Background: an optimization exercise with open tools, aiming at small area and a short achievable clock period. Do not read the settings as production practice. In this exercise RTL edits were held to simulation tests only and were not proved equivalent to the original. Power and IR drop assume default switching activity.

==> flow/design.v <==
module noc_flit_rx (
    input  wire         clk,
    input  wire         rst,           
    input  wire         in_valid,
    input  wire         in_head,       
    input  wire [255:0] in_flit,
    input  wire [9:0]   in_chk,
    output wire         out_valid,
    output wire         out_head,
    output wire [255:0] out_flit,
    output wire [9:0]   out_chk,
    output wire         out_poison,
    output reg  [31:0]  err_ce,        
    output reg  [31:0]  err_ue         
);
    wire [9:0]  syn_in;        
    reg         v_r;           
    reg         h_r;
    reg [255:0] d_r;           
    reg [3:0]   pl_r, ph_r;    
    reg [7:0]   tl_r, th_r;    
    reg [9:0]   c_r;           
    reg [5:0]   wl_r;          
    reg [5:0]   wh_r;          
    reg         le_r;          
    reg         discarding;    
    reg         ce_inc, ue_inc;
    reg [5:0] wl_in, wh_in;
    integer k;
    always @* begin
        wl_in = 6'd0;
        wh_in = 6'd0;
        for (k = 0; k < 32; k = k + 1) begin
            wl_in[(k&1)+(k>>1&1)+(k>>2&1)+(k>>3&1)+(k>>4&1)] =
                wl_in[(k&1)+(k>>1&1)+(k>>2&1)+(k>>3&1)+(k>>4&1)] | (syn_in[4:0] == k);
            wh_in[(k&1)+(k>>1&1)+(k>>2&1)+(k>>3&1)+(k>>4&1)] =
                wh_in[(k&1)+(k>>1&1)+(k>>2&1)+(k>>3&1)+(k>>4&1)] | (syn_in[9:5] == k);
        end
    end
    wire le_last = (syn_in[9:5] < 5'd17) || (syn_in[9:5] == 5'd17 && syn_in[4:0] <= 5'd19);
    reg [3:0] pl_in, ph_in;
    reg [7:0] tl_in, th_in;
    always @* begin
        for (k = 0; k < 4; k = k + 1) begin
            pl_in[k] = (syn_in[1:0] == k);
            ph_in[k] = (syn_in[6:5] == k);
        end
        for (k = 0; k < 8; k = k + 1) begin
            tl_in[k] = (syn_in[4:2] == k);
            th_in[k] = (syn_in[9:7] == k);
        end
    end
    wire [9:0] s_r;
    assign s_r[0] = pl_r[1] | pl_r[3];
    assign s_r[1] = pl_r[2] | pl_r[3];
    assign s_r[2] = tl_r[1] | tl_r[3] | tl_r[5] | tl_r[7];
    assign s_r[3] = tl_r[2] | tl_r[3] | tl_r[6] | tl_r[7];
    assign s_r[4] = tl_r[4] | tl_r[5] | tl_r[6] | tl_r[7];
    assign s_r[5] = ph_r[1] | ph_r[3];
    assign s_r[6] = ph_r[2] | ph_r[3];
    assign s_r[7] = th_r[1] | th_r[3] | th_r[5] | th_r[7];
    assign s_r[8] = th_r[2] | th_r[3] | th_r[6] | th_r[7];
    assign s_r[9] = th_r[4] | th_r[5] | th_r[6] | th_r[7];
    wire [5:0] dc;
    assign dc[0] = wh_r[3] | (wh_r[5] & le_r);
    assign dc[1] = wh_r[2] | (wh_r[4] & le_r);
    assign dc[2] = wh_r[1] | (wh_r[3] & le_r);
    assign dc[3] = wh_r[0] | (wh_r[2] & le_r);
    assign dc[4] = wh_r[1] & le_r;
    assign dc[5] = wh_r[0] & le_r;
    wire data_corr     = |(wl_r & dc);
    wire chk_corr      = (wl_r[1] & wh_r[0]) | (wl_r[0] & wh_r[1]);
    wire clean         = wl_r[0] & wh_r[0];
    wire correctable   = data_corr | chk_corr;
    wire uncorrectable = !clean & !correctable;
    wire [255:0] flip;
    wire drop = h_r ? uncorrectable : discarding;
    assign out_valid  = v_r && !drop;
    assign out_head   = h_r;
    assign out_flit   = d_r ^ flip;
    assign out_chk    = data_corr ? c_r : (s_r ^ c_r);
    assign out_poison = !h_r && uncorrectable;
    wire x1 = in_flit[30] ^ in_flit[45];
    wire x2 = in_flit[50] ^ in_flit[66];
    wire x3 = in_flit[71] ^ in_flit[77];
    wire x4 = in_flit[94] ^ in_flit[99];
    wire x5 = in_flit[105] ^ in_flit[112];
    wire x6 = in_flit[241] ^ in_chk[0];
    wire x7 = x1 ^ x2;
    wire x8 = x3 ^ x4;
    wire x9 = x5 ^ x6;
    wire x10 = x7 ^ x8;
    wire x11 = x9 ^ x10;
    wire x12 = in_flit[31] ^ in_flit[46];
    wire x13 = in_flit[51] ^ in_flit[67];
    wire x14 = in_flit[72] ^ in_flit[78];
    wire x15 = in_flit[95] ^ in_flit[100];
    wire x16 = in_flit[106] ^ in_flit[113];
    wire x17 = in_flit[242] ^ in_chk[1];
    wire x18 = x12 ^ x13;
    wire x19 = x14 ^ x15;
    wire x20 = x16 ^ x17;
    wire x21 = x18 ^ x19;
    wire x22 = x20 ^ x21;
    wire x23 = in_flit[10] ^ in_flit[20];
    wire x24 = in_flit[35] ^ in_flit[56];
    wire x25 = in_flit[84] ^ in_flit[166];
    wire x26 = in_flit[201] ^ in_flit[221];
    wire x27 = in_flit[231] ^ x23;
    wire x28 = x24 ^ x25;
    wire x29 = x26 ^ x27;
    wire x30 = x28 ^ x29;
    wire x31 = in_flit[32] ^ in_flit[47];
    wire x32 = in_flit[52] ^ in_flit[68];
    wire x33 = in_flit[73] ^ in_flit[79];
    wire x34 = in_flit[96] ^ in_flit[101];
    wire x35 = in_flit[107] ^ in_flit[114];
    wire x36 = in_flit[243] ^ in_chk[2];
    wire x37 = x31 ^ x32;
    wire x38 = x33 ^ x34;
    wire x39 = x35 ^ x36;
    wire x40 = x37 ^ x38;
    wire x41 = x39 ^ x40;
    wire x42 = in_flit[11] ^ in_flit[21];
    wire x43 = in_flit[36] ^ in_flit[57];
    wire x44 = in_flit[85] ^ in_flit[167];
    wire x45 = in_flit[202] ^ in_flit[222];
    wire x46 = in_flit[232] ^ x42;
    wire x47 = x43 ^ x44;
    wire x48 = x45 ^ x46;
    wire x49 = x47 ^ x48;
    wire x50 = in_flit[12] ^ in_flit[22];
    wire x51 = in_flit[37] ^ in_flit[58];
    wire x52 = in_flit[86] ^ in_flit[168];
    wire x53 = in_flit[203] ^ in_flit[223];
    wire x54 = in_flit[233] ^ x50;
    wire x55 = x51 ^ x52;
    wire x56 = x53 ^ x54;
    wire x57 = x55 ^ x56;
    wire x58 = in_flit[0] ^ in_flit[131];
    wire x59 = in_flit[146] ^ in_flit[156];
    wire x60 = in_flit[181] ^ in_flit[191];
    wire x61 = in_flit[211] ^ in_flit[251];
    wire x62 = x58 ^ x59;
    wire x63 = x60 ^ x61;
    wire x64 = x62 ^ x63;
    wire x65 = in_flit[33] ^ in_flit[48];
    wire x66 = in_flit[53] ^ in_flit[69];
    wire x67 = in_flit[74] ^ in_flit[80];
    wire x68 = in_flit[97] ^ in_flit[102];
    wire x69 = in_flit[108] ^ in_flit[115];
    wire x70 = in_flit[244] ^ in_chk[3];
    wire x71 = x65 ^ x66;
    wire x72 = x67 ^ x68;
    wire x73 = x69 ^ x70;
    wire x74 = x71 ^ x72;
    wire x75 = x73 ^ x74;
    wire x76 = in_flit[13] ^ in_flit[23];
    wire x77 = in_flit[38] ^ in_flit[59];
    wire x78 = in_flit[87] ^ in_flit[169];
    wire x79 = in_flit[204] ^ in_flit[224];
    wire x80 = in_flit[234] ^ x76;
    wire x81 = x77 ^ x78;
    wire x82 = x79 ^ x80;
    wire x83 = x81 ^ x82;
    wire x84 = in_flit[14] ^ in_flit[24];
    wire x85 = in_flit[39] ^ in_flit[60];
    wire x86 = in_flit[88] ^ in_flit[170];
    wire x87 = in_flit[205] ^ in_flit[225];
    wire x88 = in_flit[235] ^ x84;
    wire x89 = x85 ^ x86;
    wire x90 = x87 ^ x88;
    wire x91 = x89 ^ x90;
    wire x92 = in_flit[1] ^ in_flit[132];
    wire x93 = in_flit[147] ^ in_flit[157];
    wire x94 = in_flit[182] ^ in_flit[192];
    wire x95 = in_flit[212] ^ in_flit[252];
    wire x96 = x92 ^ x93;
    wire x97 = x94 ^ x95;
    wire x98 = x96 ^ x97;
    wire x99 = in_flit[15] ^ in_flit[25];
    wire x100 = in_flit[40] ^ in_flit[61];
    wire x101 = in_flit[89] ^ in_flit[171];
    wire x102 = in_flit[206] ^ in_flit[226];
    wire x103 = in_flit[236] ^ x99;
    wire x104 = x100 ^ x101;
    wire x105 = x102 ^ x103;
    wire x106 = x104 ^ x105;
    wire x107 = in_flit[2] ^ in_flit[133];
    wire x108 = in_flit[148] ^ in_flit[158];
    wire x109 = in_flit[183] ^ in_flit[193];
    wire x110 = in_flit[213] ^ in_flit[253];
    wire x111 = x107 ^ x108;
    wire x112 = x109 ^ x110;
    wire x113 = x111 ^ x112;
    wire x114 = in_flit[3] ^ in_flit[134];
    wire x115 = in_flit[149] ^ in_flit[159];
    wire x116 = in_flit[184] ^ in_flit[194];
    wire x117 = in_flit[214] ^ in_flit[254];
    wire x118 = x114 ^ x115;
    wire x119 = x116 ^ x117;
    wire x120 = x118 ^ x119;
    wire x121 = in_flit[121] ^ in_flit[126];
    wire x122 = in_flit[141] ^ in_flit[176];
    wire x123 = in_flit[246] ^ x121;
    wire x124 = x122 ^ x123;
    wire x125 = in_flit[34] ^ in_flit[49];
    wire x126 = in_flit[54] ^ in_flit[70];
    wire x127 = in_flit[75] ^ in_flit[81];
    wire x128 = in_flit[98] ^ in_flit[103];
    wire x129 = in_flit[109] ^ in_flit[116];
    wire x130 = in_flit[245] ^ in_chk[4];
    wire x131 = x125 ^ x126;
    wire x132 = x127 ^ x128;
    wire x133 = x129 ^ x130;
    wire x134 = x131 ^ x132;
    wire x135 = x133 ^ x134;
    wire x136 = in_flit[16] ^ in_flit[26];
    wire x137 = in_flit[41] ^ in_flit[62];
    wire x138 = in_flit[90] ^ in_flit[172];
    wire x139 = in_flit[207] ^ in_flit[227];
    wire x140 = in_flit[237] ^ x136;
    wire x141 = x137 ^ x138;
    wire x142 = x139 ^ x140;
    wire x143 = x141 ^ x142;
    wire x144 = in_flit[17] ^ in_flit[27];
    wire x145 = in_flit[42] ^ in_flit[63];
    wire x146 = in_flit[91] ^ in_flit[173];
    wire x147 = in_flit[208] ^ in_flit[228];
    wire x148 = in_flit[238] ^ x144;
    wire x149 = x145 ^ x146;
    wire x150 = x147 ^ x148;
    wire x151 = x149 ^ x150;
    wire x152 = in_flit[4] ^ in_flit[135];
    wire x153 = in_flit[150] ^ in_flit[160];
    wire x154 = in_flit[185] ^ in_flit[195];
    wire x155 = in_flit[215] ^ in_flit[255];
    wire x156 = x152 ^ x153;
    wire x157 = x154 ^ x155;
    wire x158 = x156 ^ x157;
    wire x159 = in_flit[18] ^ in_flit[28];
    wire x160 = in_flit[43] ^ in_flit[64];
    wire x161 = in_flit[92] ^ in_flit[174];
    wire x162 = in_flit[209] ^ in_flit[229];
    wire x163 = in_flit[239] ^ x159;
    wire x164 = x160 ^ x161;
    wire x165 = x162 ^ x163;
    wire x166 = x164 ^ x165;
    wire x167 = in_flit[5] ^ in_flit[136];
    wire x168 = in_flit[151] ^ in_flit[161];
    wire x169 = in_flit[186] ^ in_flit[196];
    wire x170 = in_flit[216] ^ x167;
    wire x171 = x168 ^ x169;
    wire x172 = x170 ^ x171;
    wire x173 = in_flit[6] ^ in_flit[137];
    wire x174 = in_flit[152] ^ in_flit[162];
    wire x175 = in_flit[187] ^ in_flit[197];
    wire x176 = in_flit[217] ^ x173;
    wire x177 = x174 ^ x175;
    wire x178 = x176 ^ x177;
    wire x179 = in_flit[122] ^ in_flit[127];
    wire x180 = in_flit[142] ^ in_flit[177];
    wire x181 = in_flit[247] ^ x179;
    wire x182 = x180 ^ x181;
    wire x183 = in_flit[19] ^ in_flit[29];
    wire x184 = in_flit[44] ^ in_flit[65];
    wire x185 = in_flit[93] ^ in_flit[175];
    wire x186 = in_flit[210] ^ in_flit[230];
    wire x187 = in_flit[240] ^ x183;
    wire x188 = x184 ^ x185;
    wire x189 = x186 ^ x187;
    wire x190 = x188 ^ x189;
    wire x191 = in_flit[7] ^ in_flit[138];
    wire x192 = in_flit[153] ^ in_flit[163];
    wire x193 = in_flit[188] ^ in_flit[198];
    wire x194 = in_flit[218] ^ x191;
    wire x195 = x192 ^ x193;
    wire x196 = x194 ^ x195;
    wire x197 = in_flit[8] ^ in_flit[139];
    wire x198 = in_flit[154] ^ in_flit[164];
    wire x199 = in_flit[189] ^ in_flit[199];
    wire x200 = in_flit[219] ^ x197;
    wire x201 = x198 ^ x199;
    wire x202 = x200 ^ x201;
    wire x203 = in_flit[123] ^ in_flit[128];
    wire x204 = in_flit[143] ^ in_flit[178];
    wire x205 = in_flit[248] ^ x203;
    wire x206 = x204 ^ x205;
    wire x207 = in_flit[9] ^ in_flit[140];
    wire x208 = in_flit[155] ^ in_flit[165];
    wire x209 = in_flit[190] ^ in_flit[200];
    wire x210 = in_flit[220] ^ x207;
    wire x211 = x208 ^ x209;
    wire x212 = x210 ^ x211;
    wire x213 = in_flit[124] ^ in_flit[129];
    wire x214 = in_flit[144] ^ in_flit[179];
    wire x215 = in_flit[249] ^ x213;
    wire x216 = x214 ^ x215;
    wire x217 = in_flit[125] ^ in_flit[130];
    wire x218 = in_flit[145] ^ in_flit[180];
    wire x219 = in_flit[250] ^ x217;
    wire x220 = x218 ^ x219;
    wire x221 = x124 ^ in_flit[120];
    wire x222 = x64 ^ x182;
    wire x223 = x98 ^ x206;
    wire x224 = x113 ^ x216;
    wire x225 = x221 ^ x222;
    wire x226 = x120 ^ x220;
    wire x227 = x30 ^ x158;
    wire x228 = x49 ^ x172;
    wire x229 = x83 ^ x196;
    wire x230 = x223 ^ x224;
    wire x231 = x225 ^ x227;
    wire x232 = x229 ^ x230;
    wire x233 = x57 ^ x178;
    wire x234 = x91 ^ x202;
    wire x235 = x226 ^ x233;
    wire x236 = x106 ^ x212;
    wire x237 = x11 ^ x143;
    wire x238 = x228 ^ x237;
    wire x239 = x231 ^ x232;
    wire x240 = x238 ^ x239;
    wire x241 = x22 ^ x151;
    wire x242 = x223 ^ x234;
    wire x243 = x241 ^ x231;
    wire x244 = x235 ^ x242;
    wire x245 = x243 ^ x244;
    wire x246 = x41 ^ x166;
    wire x247 = x224 ^ x225;
    wire x248 = x228 ^ x236;
    wire x249 = x246 ^ x235;
    wire x250 = x247 ^ x248;
    wire x251 = x249 ^ x250;
    wire x252 = x75 ^ x190;
    wire x253 = x221 ^ x226;
    wire x254 = x234 ^ x236;
    wire x255 = x252 ^ x253;
    wire x256 = x232 ^ x254;
    wire x257 = x255 ^ x256;
    wire x258 = in_flit[120] ^ x158;
    wire x259 = x172 ^ x178;
    wire x260 = x182 ^ x196;
    wire x261 = x202 ^ x206;
    wire x262 = x212 ^ x216;
    wire x263 = x220 ^ x135;
    wire x264 = x143 ^ x151;
    wire x265 = x166 ^ x190;
    wire x266 = x258 ^ x259;
    wire x267 = x260 ^ x261;
    wire x268 = x262 ^ x263;
    wire x269 = x264 ^ x265;
    wire x270 = x266 ^ x267;
    wire x271 = x268 ^ x269;
    wire x272 = x270 ^ x271;
    wire x273 = in_flit[10] ^ in_flit[11];
    wire x274 = in_flit[12] ^ in_flit[13];
    wire x275 = in_flit[14] ^ in_flit[15];
    wire x276 = in_flit[16] ^ in_flit[17];
    wire x277 = in_flit[18] ^ in_flit[19];
    wire x278 = in_flit[121] ^ in_flit[122];
    wire x279 = in_flit[123] ^ in_flit[124];
    wire x280 = in_flit[125] ^ in_chk[5];
    wire x281 = x273 ^ x274;
    wire x282 = x275 ^ x276;
    wire x283 = x277 ^ x278;
    wire x284 = x279 ^ x280;
    wire x285 = x281 ^ x282;
    wire x286 = x283 ^ x284;
    wire x287 = x285 ^ x286;
    wire x288 = in_flit[20] ^ in_flit[21];
    wire x289 = in_flit[22] ^ in_flit[23];
    wire x290 = in_flit[24] ^ in_flit[25];
    wire x291 = in_flit[26] ^ in_flit[27];
    wire x292 = in_flit[28] ^ in_flit[29];
    wire x293 = in_flit[126] ^ in_flit[127];
    wire x294 = in_flit[128] ^ in_flit[129];
    wire x295 = in_flit[130] ^ in_chk[6];
    wire x296 = x288 ^ x289;
    wire x297 = x290 ^ x291;
    wire x298 = x292 ^ x293;
    wire x299 = x294 ^ x295;
    wire x300 = x296 ^ x297;
    wire x301 = x298 ^ x299;
    wire x302 = x300 ^ x301;
    wire x303 = in_flit[30] ^ in_flit[31];
    wire x304 = in_flit[32] ^ in_flit[33];
    wire x305 = in_flit[34] ^ in_flit[131];
    wire x306 = in_flit[132] ^ in_flit[133];
    wire x307 = in_flit[134] ^ in_flit[135];
    wire x308 = in_flit[136] ^ in_flit[137];
    wire x309 = in_flit[138] ^ in_flit[139];
    wire x310 = in_flit[140] ^ x303;
    wire x311 = x304 ^ x305;
    wire x312 = x306 ^ x307;
    wire x313 = x308 ^ x309;
    wire x314 = x310 ^ x311;
    wire x315 = x312 ^ x313;
    wire x316 = x314 ^ x315;
    wire x317 = in_flit[35] ^ in_flit[36];
    wire x318 = in_flit[37] ^ in_flit[38];
    wire x319 = in_flit[39] ^ in_flit[40];
    wire x320 = in_flit[41] ^ in_flit[42];
    wire x321 = in_flit[43] ^ in_flit[44];
    wire x322 = in_flit[141] ^ in_flit[142];
    wire x323 = in_flit[143] ^ in_flit[144];
    wire x324 = in_flit[145] ^ in_chk[7];
    wire x325 = x317 ^ x318;
    wire x326 = x319 ^ x320;
    wire x327 = x321 ^ x322;
    wire x328 = x323 ^ x324;
    wire x329 = x325 ^ x326;
    wire x330 = x327 ^ x328;
    wire x331 = x329 ^ x330;
    wire x332 = in_flit[45] ^ in_flit[46];
    wire x333 = in_flit[47] ^ in_flit[48];
    wire x334 = in_flit[49] ^ in_flit[146];
    wire x335 = in_flit[147] ^ in_flit[148];
    wire x336 = in_flit[149] ^ in_flit[150];
    wire x337 = in_flit[151] ^ in_flit[152];
    wire x338 = in_flit[153] ^ in_flit[154];
    wire x339 = in_flit[155] ^ x332;
    wire x340 = x333 ^ x334;
    wire x341 = x335 ^ x336;
    wire x342 = x337 ^ x338;
    wire x343 = x339 ^ x340;
    wire x344 = x341 ^ x342;
    wire x345 = x343 ^ x344;
    wire x346 = in_flit[50] ^ in_flit[51];
    wire x347 = in_flit[52] ^ in_flit[53];
    wire x348 = in_flit[54] ^ in_flit[156];
    wire x349 = in_flit[157] ^ in_flit[158];
    wire x350 = in_flit[159] ^ in_flit[160];
    wire x351 = in_flit[161] ^ in_flit[162];
    wire x352 = in_flit[163] ^ in_flit[164];
    wire x353 = in_flit[165] ^ x346;
    wire x354 = x347 ^ x348;
    wire x355 = x349 ^ x350;
    wire x356 = x351 ^ x352;
    wire x357 = x353 ^ x354;
    wire x358 = x355 ^ x356;
    wire x359 = x357 ^ x358;
    wire x360 = in_flit[55] ^ in_flit[166];
    wire x361 = in_flit[167] ^ in_flit[168];
    wire x362 = in_flit[169] ^ in_flit[170];
    wire x363 = in_flit[171] ^ in_flit[172];
    wire x364 = in_flit[173] ^ in_flit[174];
    wire x365 = in_flit[175] ^ x360;
    wire x366 = x361 ^ x362;
    wire x367 = x363 ^ x364;
    wire x368 = x365 ^ x366;
    wire x369 = x367 ^ x368;
    wire x370 = in_flit[56] ^ in_flit[57];
    wire x371 = in_flit[58] ^ in_flit[59];
    wire x372 = in_flit[60] ^ in_flit[61];
    wire x373 = in_flit[62] ^ in_flit[63];
    wire x374 = in_flit[64] ^ in_flit[65];
    wire x375 = in_flit[176] ^ in_flit[177];
    wire x376 = in_flit[178] ^ in_flit[179];
    wire x377 = in_flit[180] ^ in_chk[8];
    wire x378 = x370 ^ x371;
    wire x379 = x372 ^ x373;
    wire x380 = x374 ^ x375;
    wire x381 = x376 ^ x377;
    wire x382 = x378 ^ x379;
    wire x383 = x380 ^ x381;
    wire x384 = x382 ^ x383;
    wire x385 = in_flit[66] ^ in_flit[67];
    wire x386 = in_flit[68] ^ in_flit[69];
    wire x387 = in_flit[70] ^ in_flit[181];
    wire x388 = in_flit[182] ^ in_flit[183];
    wire x389 = in_flit[184] ^ in_flit[185];
    wire x390 = in_flit[186] ^ in_flit[187];
    wire x391 = in_flit[188] ^ in_flit[189];
    wire x392 = in_flit[190] ^ x385;
    wire x393 = x386 ^ x387;
    wire x394 = x388 ^ x389;
    wire x395 = x390 ^ x391;
    wire x396 = x392 ^ x393;
    wire x397 = x394 ^ x395;
    wire x398 = x396 ^ x397;
    wire x399 = in_flit[71] ^ in_flit[72];
    wire x400 = in_flit[73] ^ in_flit[74];
    wire x401 = in_flit[75] ^ in_flit[191];
    wire x402 = in_flit[192] ^ in_flit[193];
    wire x403 = in_flit[194] ^ in_flit[195];
    wire x404 = in_flit[196] ^ in_flit[197];
    wire x405 = in_flit[198] ^ in_flit[199];
    wire x406 = in_flit[200] ^ x399;
    wire x407 = x400 ^ x401;
    wire x408 = x402 ^ x403;
    wire x409 = x404 ^ x405;
    wire x410 = x406 ^ x407;
    wire x411 = x408 ^ x409;
    wire x412 = x410 ^ x411;
    wire x413 = in_flit[76] ^ in_flit[201];
    wire x414 = in_flit[202] ^ in_flit[203];
    wire x415 = in_flit[204] ^ in_flit[205];
    wire x416 = in_flit[206] ^ in_flit[207];
    wire x417 = in_flit[208] ^ in_flit[209];
    wire x418 = in_flit[210] ^ x413;
    wire x419 = x414 ^ x415;
    wire x420 = x416 ^ x417;
    wire x421 = x418 ^ x419;
    wire x422 = x420 ^ x421;
    wire x423 = in_flit[77] ^ in_flit[78];
    wire x424 = in_flit[79] ^ in_flit[80];
    wire x425 = in_flit[81] ^ in_flit[211];
    wire x426 = in_flit[212] ^ in_flit[213];
    wire x427 = in_flit[214] ^ in_flit[215];
    wire x428 = in_flit[216] ^ in_flit[217];
    wire x429 = in_flit[218] ^ in_flit[219];
    wire x430 = in_flit[220] ^ x423;
    wire x431 = x424 ^ x425;
    wire x432 = x426 ^ x427;
    wire x433 = x428 ^ x429;
    wire x434 = x430 ^ x431;
    wire x435 = x432 ^ x433;
    wire x436 = x434 ^ x435;
    wire x437 = in_flit[82] ^ in_flit[221];
    wire x438 = in_flit[222] ^ in_flit[223];
    wire x439 = in_flit[224] ^ in_flit[225];
    wire x440 = in_flit[226] ^ in_flit[227];
    wire x441 = in_flit[228] ^ in_flit[229];
    wire x442 = in_flit[230] ^ x437;
    wire x443 = x438 ^ x439;
    wire x444 = x440 ^ x441;
    wire x445 = x442 ^ x443;
    wire x446 = x444 ^ x445;
    wire x447 = in_flit[83] ^ in_flit[231];
    wire x448 = in_flit[232] ^ in_flit[233];
    wire x449 = in_flit[234] ^ in_flit[235];
    wire x450 = in_flit[236] ^ in_flit[237];
    wire x451 = in_flit[238] ^ in_flit[239];
    wire x452 = in_flit[240] ^ x447;
    wire x453 = x448 ^ x449;
    wire x454 = x450 ^ x451;
    wire x455 = x452 ^ x453;
    wire x456 = x454 ^ x455;
    wire x457 = in_flit[241] ^ in_flit[242];
    wire x458 = in_flit[243] ^ in_flit[244];
    wire x459 = in_flit[245] ^ x457;
    wire x460 = x458 ^ x459;
    wire x461 = in_flit[84] ^ in_flit[85];
    wire x462 = in_flit[86] ^ in_flit[87];
    wire x463 = in_flit[88] ^ in_flit[89];
    wire x464 = in_flit[90] ^ in_flit[91];
    wire x465 = in_flit[92] ^ in_flit[93];
    wire x466 = in_flit[246] ^ in_flit[247];
    wire x467 = in_flit[248] ^ in_flit[249];
    wire x468 = in_flit[250] ^ in_chk[9];
    wire x469 = x461 ^ x462;
    wire x470 = x463 ^ x464;
    wire x471 = x465 ^ x466;
    wire x472 = x467 ^ x468;
    wire x473 = x469 ^ x470;
    wire x474 = x471 ^ x472;
    wire x475 = x473 ^ x474;
    wire x476 = in_flit[94] ^ in_flit[95];
    wire x477 = in_flit[96] ^ in_flit[97];
    wire x478 = in_flit[98] ^ in_flit[251];
    wire x479 = in_flit[252] ^ in_flit[253];
    wire x480 = in_flit[254] ^ in_flit[255];
    wire x481 = x476 ^ x477;
    wire x482 = x478 ^ x479;
    wire x483 = x480 ^ x481;
    wire x484 = x482 ^ x483;
    wire x485 = in_flit[99] ^ in_flit[100];
    wire x486 = in_flit[101] ^ in_flit[102];
    wire x487 = in_flit[103] ^ x485;
    wire x488 = x486 ^ x487;
    wire x489 = in_flit[105] ^ in_flit[106];
    wire x490 = in_flit[107] ^ in_flit[108];
    wire x491 = in_flit[109] ^ x489;
    wire x492 = x490 ^ x491;
    wire x493 = in_flit[112] ^ in_flit[113];
    wire x494 = in_flit[114] ^ in_flit[115];
    wire x495 = in_flit[116] ^ x493;
    wire x496 = x494 ^ x495;
    wire x497 = x369 ^ x460;
    wire x498 = x316 ^ x422;
    wire x499 = x345 ^ x446;
    wire x500 = x398 ^ in_flit[117];
    wire x501 = x484 ^ in_flit[104];
    wire x502 = in_flit[110] ^ x497;
    wire x503 = x499 ^ x502;
    wire x504 = x359 ^ x456;
    wire x505 = x412 ^ in_flit[118];
    wire x506 = x488 ^ in_flit[111];
    wire x507 = x436 ^ in_flit[119];
    wire x508 = x287 ^ x498;
    wire x509 = x500 ^ x501;
    wire x510 = x508 ^ x509;
    wire x511 = x503 ^ x510;
    wire x512 = in_flit[104] ^ x302;
    wire x513 = x506 ^ x504;
    wire x514 = x505 ^ x497;
    wire x515 = x498 ^ x512;
    wire x516 = x513 ^ x514;
    wire x517 = x515 ^ x516;
    wire x518 = in_flit[111] ^ x492;
    wire x519 = x331 ^ x518;
    wire x520 = x504 ^ x507;
    wire x521 = x519 ^ x520;
    wire x522 = x503 ^ x521;
    wire x523 = x460 ^ x496;
    wire x524 = x384 ^ x422;
    wire x525 = x446 ^ x456;
    wire x526 = x523 ^ x505;
    wire x527 = x507 ^ x500;
    wire x528 = x524 ^ x525;
    wire x529 = x526 ^ x527;
    wire x530 = x528 ^ x529;
    wire x531 = in_flit[110] ^ in_flit[117];
    wire x532 = in_flit[118] ^ in_flit[119];
    wire x533 = x531 ^ x532;
    wire x534 = x533 ^ x492;
    wire x535 = x496 ^ x506;
    wire x536 = x475 ^ x534;
    wire x537 = x501 ^ x535;
    wire x538 = x536 ^ x537;
    assign syn_in[0] = x240;
    assign syn_in[1] = x245;
    assign syn_in[2] = x251;
    assign syn_in[3] = x257;
    assign syn_in[4] = x272;
    assign syn_in[5] = x511;
    assign syn_in[6] = x517;
    assign syn_in[7] = x522;
    assign syn_in[8] = x530;
    assign syn_in[9] = x538;
    assign flip[0] = pl_r[3] & tl_r[1] & ph_r[0] & th_r[0];
    assign flip[1] = pl_r[3] & tl_r[2] & ph_r[0] & th_r[0];
    assign flip[2] = pl_r[1] & tl_r[3] & ph_r[0] & th_r[0];
    assign flip[3] = pl_r[2] & tl_r[3] & ph_r[0] & th_r[0];
    assign flip[4] = pl_r[3] & tl_r[4] & ph_r[0] & th_r[0];
    assign flip[5] = pl_r[1] & tl_r[5] & ph_r[0] & th_r[0];
    assign flip[6] = pl_r[2] & tl_r[5] & ph_r[0] & th_r[0];
    assign flip[7] = pl_r[1] & tl_r[6] & ph_r[0] & th_r[0];
    assign flip[8] = pl_r[2] & tl_r[6] & ph_r[0] & th_r[0];
    assign flip[9] = pl_r[0] & tl_r[7] & ph_r[0] & th_r[0];
    assign flip[10] = pl_r[3] & tl_r[0] & ph_r[1] & th_r[0];
    assign flip[11] = pl_r[1] & tl_r[1] & ph_r[1] & th_r[0];
    assign flip[12] = pl_r[2] & tl_r[1] & ph_r[1] & th_r[0];
    assign flip[13] = pl_r[1] & tl_r[2] & ph_r[1] & th_r[0];
    assign flip[14] = pl_r[2] & tl_r[2] & ph_r[1] & th_r[0];
    assign flip[15] = pl_r[0] & tl_r[3] & ph_r[1] & th_r[0];
    assign flip[16] = pl_r[1] & tl_r[4] & ph_r[1] & th_r[0];
    assign flip[17] = pl_r[2] & tl_r[4] & ph_r[1] & th_r[0];
    assign flip[18] = pl_r[0] & tl_r[5] & ph_r[1] & th_r[0];
    assign flip[19] = pl_r[0] & tl_r[6] & ph_r[1] & th_r[0];
    assign flip[20] = pl_r[3] & tl_r[0] & ph_r[2] & th_r[0];
    assign flip[21] = pl_r[1] & tl_r[1] & ph_r[2] & th_r[0];
    assign flip[22] = pl_r[2] & tl_r[1] & ph_r[2] & th_r[0];
    assign flip[23] = pl_r[1] & tl_r[2] & ph_r[2] & th_r[0];
    assign flip[24] = pl_r[2] & tl_r[2] & ph_r[2] & th_r[0];
    assign flip[25] = pl_r[0] & tl_r[3] & ph_r[2] & th_r[0];
    assign flip[26] = pl_r[1] & tl_r[4] & ph_r[2] & th_r[0];
    assign flip[27] = pl_r[2] & tl_r[4] & ph_r[2] & th_r[0];
    assign flip[28] = pl_r[0] & tl_r[5] & ph_r[2] & th_r[0];
    assign flip[29] = pl_r[0] & tl_r[6] & ph_r[2] & th_r[0];
    assign flip[30] = pl_r[1] & tl_r[0] & ph_r[3] & th_r[0];
    assign flip[31] = pl_r[2] & tl_r[0] & ph_r[3] & th_r[0];
    assign flip[32] = pl_r[0] & tl_r[1] & ph_r[3] & th_r[0];
    assign flip[33] = pl_r[0] & tl_r[2] & ph_r[3] & th_r[0];
    assign flip[34] = pl_r[0] & tl_r[4] & ph_r[3] & th_r[0];
    assign flip[35] = pl_r[3] & tl_r[0] & ph_r[0] & th_r[1];
    assign flip[36] = pl_r[1] & tl_r[1] & ph_r[0] & th_r[1];
    assign flip[37] = pl_r[2] & tl_r[1] & ph_r[0] & th_r[1];
    assign flip[38] = pl_r[1] & tl_r[2] & ph_r[0] & th_r[1];
    assign flip[39] = pl_r[2] & tl_r[2] & ph_r[0] & th_r[1];
    assign flip[40] = pl_r[0] & tl_r[3] & ph_r[0] & th_r[1];
    assign flip[41] = pl_r[1] & tl_r[4] & ph_r[0] & th_r[1];
    assign flip[42] = pl_r[2] & tl_r[4] & ph_r[0] & th_r[1];
    assign flip[43] = pl_r[0] & tl_r[5] & ph_r[0] & th_r[1];
    assign flip[44] = pl_r[0] & tl_r[6] & ph_r[0] & th_r[1];
    assign flip[45] = pl_r[1] & tl_r[0] & ph_r[1] & th_r[1];
    assign flip[46] = pl_r[2] & tl_r[0] & ph_r[1] & th_r[1];
    assign flip[47] = pl_r[0] & tl_r[1] & ph_r[1] & th_r[1];
    assign flip[48] = pl_r[0] & tl_r[2] & ph_r[1] & th_r[1];
    assign flip[49] = pl_r[0] & tl_r[4] & ph_r[1] & th_r[1];
    assign flip[50] = pl_r[1] & tl_r[0] & ph_r[2] & th_r[1];
    assign flip[51] = pl_r[2] & tl_r[0] & ph_r[2] & th_r[1];
    assign flip[52] = pl_r[0] & tl_r[1] & ph_r[2] & th_r[1];
    assign flip[53] = pl_r[0] & tl_r[2] & ph_r[2] & th_r[1];
    assign flip[54] = pl_r[0] & tl_r[4] & ph_r[2] & th_r[1];
    assign flip[55] = pl_r[0] & tl_r[0] & ph_r[3] & th_r[1];
    assign flip[56] = pl_r[3] & tl_r[0] & ph_r[0] & th_r[2];
    assign flip[57] = pl_r[1] & tl_r[1] & ph_r[0] & th_r[2];
    assign flip[58] = pl_r[2] & tl_r[1] & ph_r[0] & th_r[2];
    assign flip[59] = pl_r[1] & tl_r[2] & ph_r[0] & th_r[2];
    assign flip[60] = pl_r[2] & tl_r[2] & ph_r[0] & th_r[2];
    assign flip[61] = pl_r[0] & tl_r[3] & ph_r[0] & th_r[2];
    assign flip[62] = pl_r[1] & tl_r[4] & ph_r[0] & th_r[2];
    assign flip[63] = pl_r[2] & tl_r[4] & ph_r[0] & th_r[2];
    assign flip[64] = pl_r[0] & tl_r[5] & ph_r[0] & th_r[2];
    assign flip[65] = pl_r[0] & tl_r[6] & ph_r[0] & th_r[2];
    assign flip[66] = pl_r[1] & tl_r[0] & ph_r[1] & th_r[2];
    assign flip[67] = pl_r[2] & tl_r[0] & ph_r[1] & th_r[2];
    assign flip[68] = pl_r[0] & tl_r[1] & ph_r[1] & th_r[2];
    assign flip[69] = pl_r[0] & tl_r[2] & ph_r[1] & th_r[2];
    assign flip[70] = pl_r[0] & tl_r[4] & ph_r[1] & th_r[2];
    assign flip[71] = pl_r[1] & tl_r[0] & ph_r[2] & th_r[2];
    assign flip[72] = pl_r[2] & tl_r[0] & ph_r[2] & th_r[2];
    assign flip[73] = pl_r[0] & tl_r[1] & ph_r[2] & th_r[2];
    assign flip[74] = pl_r[0] & tl_r[2] & ph_r[2] & th_r[2];
    assign flip[75] = pl_r[0] & tl_r[4] & ph_r[2] & th_r[2];
    assign flip[76] = pl_r[0] & tl_r[0] & ph_r[3] & th_r[2];
    assign flip[77] = pl_r[1] & tl_r[0] & ph_r[0] & th_r[3];
    assign flip[78] = pl_r[2] & tl_r[0] & ph_r[0] & th_r[3];
    assign flip[79] = pl_r[0] & tl_r[1] & ph_r[0] & th_r[3];
    assign flip[80] = pl_r[0] & tl_r[2] & ph_r[0] & th_r[3];
    assign flip[81] = pl_r[0] & tl_r[4] & ph_r[0] & th_r[3];
    assign flip[82] = pl_r[0] & tl_r[0] & ph_r[1] & th_r[3];
    assign flip[83] = pl_r[0] & tl_r[0] & ph_r[2] & th_r[3];
    assign flip[84] = pl_r[3] & tl_r[0] & ph_r[0] & th_r[4];
    assign flip[85] = pl_r[1] & tl_r[1] & ph_r[0] & th_r[4];
    assign flip[86] = pl_r[2] & tl_r[1] & ph_r[0] & th_r[4];
    assign flip[87] = pl_r[1] & tl_r[2] & ph_r[0] & th_r[4];
    assign flip[88] = pl_r[2] & tl_r[2] & ph_r[0] & th_r[4];
    assign flip[89] = pl_r[0] & tl_r[3] & ph_r[0] & th_r[4];
    assign flip[90] = pl_r[1] & tl_r[4] & ph_r[0] & th_r[4];
    assign flip[91] = pl_r[2] & tl_r[4] & ph_r[0] & th_r[4];
    assign flip[92] = pl_r[0] & tl_r[5] & ph_r[0] & th_r[4];
    assign flip[93] = pl_r[0] & tl_r[6] & ph_r[0] & th_r[4];
    assign flip[94] = pl_r[1] & tl_r[0] & ph_r[1] & th_r[4];
    assign flip[95] = pl_r[2] & tl_r[0] & ph_r[1] & th_r[4];
    assign flip[96] = pl_r[0] & tl_r[1] & ph_r[1] & th_r[4];
    assign flip[97] = pl_r[0] & tl_r[2] & ph_r[1] & th_r[4];
    assign flip[98] = pl_r[0] & tl_r[4] & ph_r[1] & th_r[4];
    assign flip[99] = pl_r[1] & tl_r[0] & ph_r[2] & th_r[4];
    assign flip[100] = pl_r[2] & tl_r[0] & ph_r[2] & th_r[4];
    assign flip[101] = pl_r[0] & tl_r[1] & ph_r[2] & th_r[4];
    assign flip[102] = pl_r[0] & tl_r[2] & ph_r[2] & th_r[4];
    assign flip[103] = pl_r[0] & tl_r[4] & ph_r[2] & th_r[4];
    assign flip[104] = pl_r[0] & tl_r[0] & ph_r[3] & th_r[4];
    assign flip[105] = pl_r[1] & tl_r[0] & ph_r[0] & th_r[5];
    assign flip[106] = pl_r[2] & tl_r[0] & ph_r[0] & th_r[5];
    assign flip[107] = pl_r[0] & tl_r[1] & ph_r[0] & th_r[5];
    assign flip[108] = pl_r[0] & tl_r[2] & ph_r[0] & th_r[5];
    assign flip[109] = pl_r[0] & tl_r[4] & ph_r[0] & th_r[5];
    assign flip[110] = pl_r[0] & tl_r[0] & ph_r[1] & th_r[5];
    assign flip[111] = pl_r[0] & tl_r[0] & ph_r[2] & th_r[5];
    assign flip[112] = pl_r[1] & tl_r[0] & ph_r[0] & th_r[6];
    assign flip[113] = pl_r[2] & tl_r[0] & ph_r[0] & th_r[6];
    assign flip[114] = pl_r[0] & tl_r[1] & ph_r[0] & th_r[6];
    assign flip[115] = pl_r[0] & tl_r[2] & ph_r[0] & th_r[6];
    assign flip[116] = pl_r[0] & tl_r[4] & ph_r[0] & th_r[6];
    assign flip[117] = pl_r[0] & tl_r[0] & ph_r[1] & th_r[6];
    assign flip[118] = pl_r[0] & tl_r[0] & ph_r[2] & th_r[6];
    assign flip[119] = pl_r[0] & tl_r[0] & ph_r[0] & th_r[7];
    assign flip[120] = pl_r[3] & tl_r[7] & ph_r[0] & th_r[0];
    assign flip[121] = pl_r[3] & tl_r[3] & ph_r[1] & th_r[0];
    assign flip[122] = pl_r[3] & tl_r[5] & ph_r[1] & th_r[0];
    assign flip[123] = pl_r[3] & tl_r[6] & ph_r[1] & th_r[0];
    assign flip[124] = pl_r[1] & tl_r[7] & ph_r[1] & th_r[0];
    assign flip[125] = pl_r[2] & tl_r[7] & ph_r[1] & th_r[0];
    assign flip[126] = pl_r[3] & tl_r[3] & ph_r[2] & th_r[0];
    assign flip[127] = pl_r[3] & tl_r[5] & ph_r[2] & th_r[0];
    assign flip[128] = pl_r[3] & tl_r[6] & ph_r[2] & th_r[0];
    assign flip[129] = pl_r[1] & tl_r[7] & ph_r[2] & th_r[0];
    assign flip[130] = pl_r[2] & tl_r[7] & ph_r[2] & th_r[0];
    assign flip[131] = pl_r[3] & tl_r[1] & ph_r[3] & th_r[0];
    assign flip[132] = pl_r[3] & tl_r[2] & ph_r[3] & th_r[0];
    assign flip[133] = pl_r[1] & tl_r[3] & ph_r[3] & th_r[0];
    assign flip[134] = pl_r[2] & tl_r[3] & ph_r[3] & th_r[0];
    assign flip[135] = pl_r[3] & tl_r[4] & ph_r[3] & th_r[0];
    assign flip[136] = pl_r[1] & tl_r[5] & ph_r[3] & th_r[0];
    assign flip[137] = pl_r[2] & tl_r[5] & ph_r[3] & th_r[0];
    assign flip[138] = pl_r[1] & tl_r[6] & ph_r[3] & th_r[0];
    assign flip[139] = pl_r[2] & tl_r[6] & ph_r[3] & th_r[0];
    assign flip[140] = pl_r[0] & tl_r[7] & ph_r[3] & th_r[0];
    assign flip[141] = pl_r[3] & tl_r[3] & ph_r[0] & th_r[1];
    assign flip[142] = pl_r[3] & tl_r[5] & ph_r[0] & th_r[1];
    assign flip[143] = pl_r[3] & tl_r[6] & ph_r[0] & th_r[1];
    assign flip[144] = pl_r[1] & tl_r[7] & ph_r[0] & th_r[1];
    assign flip[145] = pl_r[2] & tl_r[7] & ph_r[0] & th_r[1];
    assign flip[146] = pl_r[3] & tl_r[1] & ph_r[1] & th_r[1];
    assign flip[147] = pl_r[3] & tl_r[2] & ph_r[1] & th_r[1];
    assign flip[148] = pl_r[1] & tl_r[3] & ph_r[1] & th_r[1];
    assign flip[149] = pl_r[2] & tl_r[3] & ph_r[1] & th_r[1];
    assign flip[150] = pl_r[3] & tl_r[4] & ph_r[1] & th_r[1];
    assign flip[151] = pl_r[1] & tl_r[5] & ph_r[1] & th_r[1];
    assign flip[152] = pl_r[2] & tl_r[5] & ph_r[1] & th_r[1];
    assign flip[153] = pl_r[1] & tl_r[6] & ph_r[1] & th_r[1];
    assign flip[154] = pl_r[2] & tl_r[6] & ph_r[1] & th_r[1];
    assign flip[155] = pl_r[0] & tl_r[7] & ph_r[1] & th_r[1];
    assign flip[156] = pl_r[3] & tl_r[1] & ph_r[2] & th_r[1];
    assign flip[157] = pl_r[3] & tl_r[2] & ph_r[2] & th_r[1];
    assign flip[158] = pl_r[1] & tl_r[3] & ph_r[2] & th_r[1];
    assign flip[159] = pl_r[2] & tl_r[3] & ph_r[2] & th_r[1];
    assign flip[160] = pl_r[3] & tl_r[4] & ph_r[2] & th_r[1];
    assign flip[161] = pl_r[1] & tl_r[5] & ph_r[2] & th_r[1];
    assign flip[162] = pl_r[2] & tl_r[5] & ph_r[2] & th_r[1];
    assign flip[163] = pl_r[1] & tl_r[6] & ph_r[2] & th_r[1];
    assign flip[164] = pl_r[2] & tl_r[6] & ph_r[2] & th_r[1];
    assign flip[165] = pl_r[0] & tl_r[7] & ph_r[2] & th_r[1];
    assign flip[166] = pl_r[3] & tl_r[0] & ph_r[3] & th_r[1];
    assign flip[167] = pl_r[1] & tl_r[1] & ph_r[3] & th_r[1];
    assign flip[168] = pl_r[2] & tl_r[1] & ph_r[3] & th_r[1];
    assign flip[169] = pl_r[1] & tl_r[2] & ph_r[3] & th_r[1];
    assign flip[170] = pl_r[2] & tl_r[2] & ph_r[3] & th_r[1];
    assign flip[171] = pl_r[0] & tl_r[3] & ph_r[3] & th_r[1];
    assign flip[172] = pl_r[1] & tl_r[4] & ph_r[3] & th_r[1];
    assign flip[173] = pl_r[2] & tl_r[4] & ph_r[3] & th_r[1];
    assign flip[174] = pl_r[0] & tl_r[5] & ph_r[3] & th_r[1];
    assign flip[175] = pl_r[0] & tl_r[6] & ph_r[3] & th_r[1];
    assign flip[176] = pl_r[3] & tl_r[3] & ph_r[0] & th_r[2];
    assign flip[177] = pl_r[3] & tl_r[5] & ph_r[0] & th_r[2];
    assign flip[178] = pl_r[3] & tl_r[6] & ph_r[0] & th_r[2];
    assign flip[179] = pl_r[1] & tl_r[7] & ph_r[0] & th_r[2];
    assign flip[180] = pl_r[2] & tl_r[7] & ph_r[0] & th_r[2];
    assign flip[181] = pl_r[3] & tl_r[1] & ph_r[1] & th_r[2];
    assign flip[182] = pl_r[3] & tl_r[2] & ph_r[1] & th_r[2];
    assign flip[183] = pl_r[1] & tl_r[3] & ph_r[1] & th_r[2];
    assign flip[184] = pl_r[2] & tl_r[3] & ph_r[1] & th_r[2];
    assign flip[185] = pl_r[3] & tl_r[4] & ph_r[1] & th_r[2];
    assign flip[186] = pl_r[1] & tl_r[5] & ph_r[1] & th_r[2];
    assign flip[187] = pl_r[2] & tl_r[5] & ph_r[1] & th_r[2];
    assign flip[188] = pl_r[1] & tl_r[6] & ph_r[1] & th_r[2];
    assign flip[189] = pl_r[2] & tl_r[6] & ph_r[1] & th_r[2];
    assign flip[190] = pl_r[0] & tl_r[7] & ph_r[1] & th_r[2];
    assign flip[191] = pl_r[3] & tl_r[1] & ph_r[2] & th_r[2];
    assign flip[192] = pl_r[3] & tl_r[2] & ph_r[2] & th_r[2];
    assign flip[193] = pl_r[1] & tl_r[3] & ph_r[2] & th_r[2];
    assign flip[194] = pl_r[2] & tl_r[3] & ph_r[2] & th_r[2];
    assign flip[195] = pl_r[3] & tl_r[4] & ph_r[2] & th_r[2];
    assign flip[196] = pl_r[1] & tl_r[5] & ph_r[2] & th_r[2];
    assign flip[197] = pl_r[2] & tl_r[5] & ph_r[2] & th_r[2];
    assign flip[198] = pl_r[1] & tl_r[6] & ph_r[2] & th_r[2];
    assign flip[199] = pl_r[2] & tl_r[6] & ph_r[2] & th_r[2];
    assign flip[200] = pl_r[0] & tl_r[7] & ph_r[2] & th_r[2];
    assign flip[201] = pl_r[3] & tl_r[0] & ph_r[3] & th_r[2];
    assign flip[202] = pl_r[1] & tl_r[1] & ph_r[3] & th_r[2];
    assign flip[203] = pl_r[2] & tl_r[1] & ph_r[3] & th_r[2];
    assign flip[204] = pl_r[1] & tl_r[2] & ph_r[3] & th_r[2];
    assign flip[205] = pl_r[2] & tl_r[2] & ph_r[3] & th_r[2];
    assign flip[206] = pl_r[0] & tl_r[3] & ph_r[3] & th_r[2];
    assign flip[207] = pl_r[1] & tl_r[4] & ph_r[3] & th_r[2];
    assign flip[208] = pl_r[2] & tl_r[4] & ph_r[3] & th_r[2];
    assign flip[209] = pl_r[0] & tl_r[5] & ph_r[3] & th_r[2];
    assign flip[210] = pl_r[0] & tl_r[6] & ph_r[3] & th_r[2];
    assign flip[211] = pl_r[3] & tl_r[1] & ph_r[0] & th_r[3];
    assign flip[212] = pl_r[3] & tl_r[2] & ph_r[0] & th_r[3];
    assign flip[213] = pl_r[1] & tl_r[3] & ph_r[0] & th_r[3];
    assign flip[214] = pl_r[2] & tl_r[3] & ph_r[0] & th_r[3];
    assign flip[215] = pl_r[3] & tl_r[4] & ph_r[0] & th_r[3];
    assign flip[216] = pl_r[1] & tl_r[5] & ph_r[0] & th_r[3];
    assign flip[217] = pl_r[2] & tl_r[5] & ph_r[0] & th_r[3];
    assign flip[218] = pl_r[1] & tl_r[6] & ph_r[0] & th_r[3];
    assign flip[219] = pl_r[2] & tl_r[6] & ph_r[0] & th_r[3];
    assign flip[220] = pl_r[0] & tl_r[7] & ph_r[0] & th_r[3];
    assign flip[221] = pl_r[3] & tl_r[0] & ph_r[1] & th_r[3];
    assign flip[222] = pl_r[1] & tl_r[1] & ph_r[1] & th_r[3];
    assign flip[223] = pl_r[2] & tl_r[1] & ph_r[1] & th_r[3];
    assign flip[224] = pl_r[1] & tl_r[2] & ph_r[1] & th_r[3];
    assign flip[225] = pl_r[2] & tl_r[2] & ph_r[1] & th_r[3];
    assign flip[226] = pl_r[0] & tl_r[3] & ph_r[1] & th_r[3];
    assign flip[227] = pl_r[1] & tl_r[4] & ph_r[1] & th_r[3];
    assign flip[228] = pl_r[2] & tl_r[4] & ph_r[1] & th_r[3];
    assign flip[229] = pl_r[0] & tl_r[5] & ph_r[1] & th_r[3];
    assign flip[230] = pl_r[0] & tl_r[6] & ph_r[1] & th_r[3];
    assign flip[231] = pl_r[3] & tl_r[0] & ph_r[2] & th_r[3];
    assign flip[232] = pl_r[1] & tl_r[1] & ph_r[2] & th_r[3];
    assign flip[233] = pl_r[2] & tl_r[1] & ph_r[2] & th_r[3];
    assign flip[234] = pl_r[1] & tl_r[2] & ph_r[2] & th_r[3];
    assign flip[235] = pl_r[2] & tl_r[2] & ph_r[2] & th_r[3];
    assign flip[236] = pl_r[0] & tl_r[3] & ph_r[2] & th_r[3];
    assign flip[237] = pl_r[1] & tl_r[4] & ph_r[2] & th_r[3];
    assign flip[238] = pl_r[2] & tl_r[4] & ph_r[2] & th_r[3];
    assign flip[239] = pl_r[0] & tl_r[5] & ph_r[2] & th_r[3];
    assign flip[240] = pl_r[0] & tl_r[6] & ph_r[2] & th_r[3];
    assign flip[241] = pl_r[1] & tl_r[0] & ph_r[3] & th_r[3];
    assign flip[242] = pl_r[2] & tl_r[0] & ph_r[3] & th_r[3];
    assign flip[243] = pl_r[0] & tl_r[1] & ph_r[3] & th_r[3];
    assign flip[244] = pl_r[0] & tl_r[2] & ph_r[3] & th_r[3];
    assign flip[245] = pl_r[0] & tl_r[4] & ph_r[3] & th_r[3];
    assign flip[246] = pl_r[3] & tl_r[3] & ph_r[0] & th_r[4];
    assign flip[247] = pl_r[3] & tl_r[5] & ph_r[0] & th_r[4];
    assign flip[248] = pl_r[3] & tl_r[6] & ph_r[0] & th_r[4];
    assign flip[249] = pl_r[1] & tl_r[7] & ph_r[0] & th_r[4];
    assign flip[250] = pl_r[2] & tl_r[7] & ph_r[0] & th_r[4];
    assign flip[251] = pl_r[3] & tl_r[1] & ph_r[1] & th_r[4];
    assign flip[252] = pl_r[3] & tl_r[2] & ph_r[1] & th_r[4];
    assign flip[253] = pl_r[1] & tl_r[3] & ph_r[1] & th_r[4];
    assign flip[254] = pl_r[2] & tl_r[3] & ph_r[1] & th_r[4];
    assign flip[255] = pl_r[3] & tl_r[4] & ph_r[1] & th_r[4];
    always @(posedge clk) begin
        if (rst) begin
            v_r        <= 1'b0;
            discarding <= 1'b0;
            ce_inc     <= 1'b0;
            ue_inc     <= 1'b0;
            err_ce     <= 32'd0;
            err_ue     <= 32'd0;
        end else begin
            v_r <= in_valid;
            if (v_r && h_r)
                discarding <= uncorrectable;
            ce_inc <= v_r && !drop && correctable;
            ue_inc <= v_r && h_r && uncorrectable;
            err_ce <= err_ce + ce_inc;
            err_ue <= err_ue + ue_inc;
        end
    end
    always @(posedge clk) begin
        h_r <= in_head;
        d_r <= in_flit;
        pl_r <= pl_in;
        tl_r <= tl_in;
        ph_r <= ph_in;
        th_r <= th_in;
        wl_r <= wl_in;
        wh_r <= wh_in;
        le_r <= le_last;
        c_r <= in_chk;
    end
endmodule
==> flow/flow/run.sh <==
#!/bin/bash
# The standard layout (standard.sh), with two changes:
#  - the port buffers are the smallest buffer cell (buf_1) instead of the
#    slow clkdlybuf4s50_1 that buffer_ports picks by default;
#  - the 3-input XOR cells are added to the don't-use list, so the syndrome
#    tree maps to 2-input XORs, which are faster here.
set -euo pipefail
DU="$(make -s -C "$FLOW_HOME" DESIGN_CONFIG="$PWD/config.mk" WORK_HOME="$PWD/orfs" print-DONT_USE_CELLS 2> print.log | sed -n 's/^DONT_USE_CELLS: //p')"
echo "platform don't-use list: $DU" > run.log
for c in xor3_1 xor3_2 xor3_4 xnor3_1 xnor3_2 xnor3_4; do DU="$DU sky130_fd_sc_hd__$c"; done
bash standard.sh DONT_USE_CELLS="$DU" BUFFER_PORTS_ARGS="-buffer_cell sky130_fd_sc_hd__buf_1" finish > standard.log 2>&1
==> flow/standard.sh <==
#!/bin/bash
# synth_recipe.tcl (not shown) runs the flow's synth.tcl, then flattens the netlist and writes it again
# the make line also repeats each setting of config.mk as NAME=value (left out here)
make -C /OpenROAD-flow-scripts/flow DESIGN_CONFIG=/design/flow/config.mk WORK_HOME=/design/flow/orfs CLKGATE_MAP_FILE= SYNTH_SCRIPT=/design/flow/synth_recipe.tcl "${@:-finish}"
==> flow/config.mk <==
export PLATFORM = sky130hd
export DESIGN_NAME = noc_flit_rx
export DESIGN_NICKNAME = noc_flit_rx
export VERILOG_FILES = /design/flow/design.v
export SDC_FILE = /design/flow/constraint.sdc
export NUM_CORES = 4
export LEC_CHECK = 0
export ABC_CLOCK_PERIOD_IN_PS = 7000
export CAP_MARGIN = 20
export CORE_MARGIN = 2
export CORE_UTILIZATION = 60
export CTS_BUF_LIST = sky130_fd_sc_hd__clkbuf_8
export CTS_CLUSTER_SIZE = 30
export SETUP_SLACK_MARGIN = 5
export SLEW_MARGIN = 20
==> flow/constraint.sdc <==
create_clock -name core_clock -period 9.0 [get_ports {clk}]
set_input_delay 1.8000 -clock core_clock [delete_from_list [all_inputs] [get_ports {clk}]]
set_output_delay 1.8000 -clock core_clock [all_outputs]
set_load 0.01 [all_outputs]
==> out/qor.yml <==
synth_top_area_share_pct: 40.4
setup_viol: 0
yosys_warnings: 1
final_util_pct: 76.0
min_to: "discarding$_SDFFE_PP0P_"
critPathLaunchType: "register"
peakVddDrop_mv: 0.474
viasPerCell: 5.34
cts_buffers: 60
grt-ovfl-total: 0
placedCellCount: 2853
die_w_um: 179
syn_area_mm2: 0.0184
synth-edff-count: 0
hold_viol_final: 0
vias: 16000
nNetsFinal: 2829
relSlewSlack_pct: 48.1
rsz0062_at_grt: "true"
cp_cell_sequence: "a222oi_1 -> nor2b_1 -> a2111oi_4 -> buf_4 -> buf_6 -> buf_8 -> o41ai_4 -> xnor2_1 -> buf_2"
drt_iter0_markers: 1108
place_hpwl_um: 52100
timing.fmax_ghz: 0.233
crit_slowest_cell: "dfxtp_4"
finalCritPeriodShare_pct: 47.6
core_area_mm2: 0.0304
grt_pass1_vias: 15200
io_buffers: 602
grt_max_degree: 69
boundaryPins: 603
r2r_cells: 28
ys_top_cells_by_area: "dfxtp_1 40%, xnor2_1 36%, xor2_1 4.5%"
grt_pass1_wl_um: 91800
timing.rr.start: "wl_r[1]$_DFF_P_"
fp.dieH_um: 179
crit_required_ns: 7.20
hold_class: "reg2reg"
final_common_cell: "xnor2_1"
slew_viol_final: 0
gp_congestion: 0.938
fin_tns_setup_ns: 0
maxCapViolCount: 0
avgSynthCellArea_um2: 9.55
power_density_mw_per_mm2: 385
cp_data_arrival_time_ns: 2.48
area_growth_syn_to_layout_pct: 25.4
holdCritStartpoint: "discarding$_SDFFE_PP0P_"
yosysTopAreaCell: "dfxtp_1"
cp_num_cells: 9
end_kind: "output port"
floorplan.initialDensity_pct: 60.6
async_flop_share_pct: 0
p_leak_nw: 8.17
cts_tree: "yes"
clk_pin_slew_ns: 0.06
min_path_cells: 2
crit_type: "reg2out"
critPathTopFamily: "compound AO/OA/AOI/OAI gates"
dr.pass1.iters: 5
ys.flop_type: "dfxtp_1"
antenna_found_initial: 0
finalCriticalPeriod_ns: 4.28
syn_inst: 1930
worstMarginPinSlew_ns: 0.768
status: "timing/DRC/antenna clean"
drtAntennaViolNets: 0
htreeDepth: 2
holdBufCountCts: 0
final_cell_mix: "699 x xnor2_1, 579 x buf_1, 356 x dfxtp_1"
rrSetupSlack_ns: 4.72
r2r-end: "ce_inc$_SDFF_PP0_"
finClkSkew_ns: 0.0335
grt_use_total_pct: 39.0
synth.ff_latch_count: 372
die_area_mm2: 0.0321
slowest_delay_ns: 0.35
rows: 64
synth-seq-area-share_pct: 40.4
hold_slack_ns: 0.500
cts_sinks: 372
synth_cell_types: 46
final_area_mm2: 0.0231
place_area_mm2: 0.0210
drt_wl_total_um: 66700
wl_per_cell_um: 22.2
drcViolationCount: 0
syn_nets: 2204
cts_buffer_depth: 3
cp_num_buf_inv: 4
path_max_fanout: 5
clkLatencyLatePin_ns: 0.61
root_buffer: "clkbuf_8"
drive_gt1_share_pct: 10.9
finalNonFillerCells: 3000
[cell families after synthesis]
| group | after synthesis | synth area share, % |
|---|---|---|
| adder cells (fa/ha/maj) | 4 | 0.272 |
| AO/OA/AOI/OAI | 68 | 2.23 |
| flip-flops | 372 | 40.4 |
| AND/OR/NAND/NOR | 524 | 13.3 |
| multiplexers | 1 | 0.0543 |
| XOR/XNOR | 860 | 41.6 |
| buffers and inverters | 101 | 2.08 |
[stage by stage]
step	setup slack (ns)	power [W]
after CTS	4.70	0.00833
final	4.72	0.00891
after global routing	4.59	0.00933
after detailed placement	4.13	0.00670
after floorplan	5.04	0.00560
after global placement	4.17	0.00675
[routing by layer]
metal  share of wire (%)  track usage (%)  up-vias
li1                    -                -     7343
met1                  38             47.7     7636
met2                  47             64.7      829
met3                 8.9             9.10      198
met4                 5.3             18.5        0
met5                   0                0        -
[registers in the layout (all words and copies together), names as in the netlist, 4 cells and up]
register	flops
wh_r	6
d_r	256
c_r	10
th_r	8
pl_r	4
err_ce	32
tl_r	8
ph_r	4
err_ue	32
wl_r	6
[layout make-up]
class                           count  area (um2)
Antenna cell                        1        2.50
Clock buffer                       73        1000
Clock inverter                     37         176
Fill cell                        2248        7320
Inverter                           13        48.8
Multi-Input combinational cell   1458       11200
Sequential cell                   372        7480
Tap cell                          396         495
Timing Repair Buffer              650        2710
[report_power, final]
group | internal (W) | switching [W]
Sequential | 0.00186 | 0.000163
Combinational | 0.00224 | 0.00321
Clock | 0.000756 | 0.000681
Total | 0.00485 | 0.00406
[cell usage after synthesis (all sizes together), types with 2 or more instances]
library cell and instances:
a22oi 2, a21oi 23, clkbuf 83, and3 23, xor2 95, ha 4, inv 13, o22ai 4
dfxtp 372, xnor2 765, or3 11, nor2b 8, nand4 44, nand3 78, nor2 86, and4 5
nand2 212, buf 5, o21ai 25, a2111oi 2, nor3 10, and2 43, o41ai 6
[worst min-delay path, cell delays in order (launching register included)]
cell and delay (ns):
dfxtp_1 0.33, a21oi_1 0.07, nor2_1 0.07
[worst max-delay path by stage]
stage                    startpoint                end  slack [ns]
floorplan              in_flit[254]    wl_r[3]$_DFF_P_        5.04
CTS                 wl_r[1]$_DFF_P_          out_valid        4.70
detailed placement     in_flit[106]    wh_r[3]$_DFF_P_        4.13
global route        wl_r[1]$_DFF_P_  ce_inc$_SDFF_PP0_        4.59
finish              wl_r[1]$_DFF_P_         out_chk[9]        4.72
global placement       in_flit[106]    wh_r[3]$_DFF_P_        4.17
[repair_timing]
action	in CTS	in global routing
gates resized for setup	92	80
pin swaps	9	19
setup endpoints to repair	253	93
buffers inserted	24	11
cloned	0	1

-- afterwards: timing with drivers on the ports --
No port has a modelled driver above. Below, the same layout with a new extraction and two added sets of constraints.
Step 1 (the two cells are an assumption about what drives the block):
set clk [get_ports {clk}]
set_driving_cell -lib_cell sky130_fd_sc_hd__clkbuf_16 $clk
set_driving_cell -lib_cell sky130_fd_sc_hd__buf_2 [delete_from_list [all_inputs] $clk]
Step 2 adds t to the input delays and takes it off the output delays; t is the mean of the earliest and latest rising clock arrival at the registers after step 1. Input paths then give back, and output paths get back, about the clock's delay inside the block.
Slacks: ideal / step 1 / step 2; pairs: ideal / step 1.
shift t [ns]: 0.647
setup slack, ns: 4.716 / 4.665 / 4.327
worst setup path at the end: input to register
latest minus earliest clock arrival (ns): 0.039 / 0.039
slew at the worst register clock pin (ns): 0.07 / 0.07
After both steps this run still meets setup and hold. For this run, drivers alone change the setup slack by -0.051 ns; drivers and shift together by -0.389 ns.
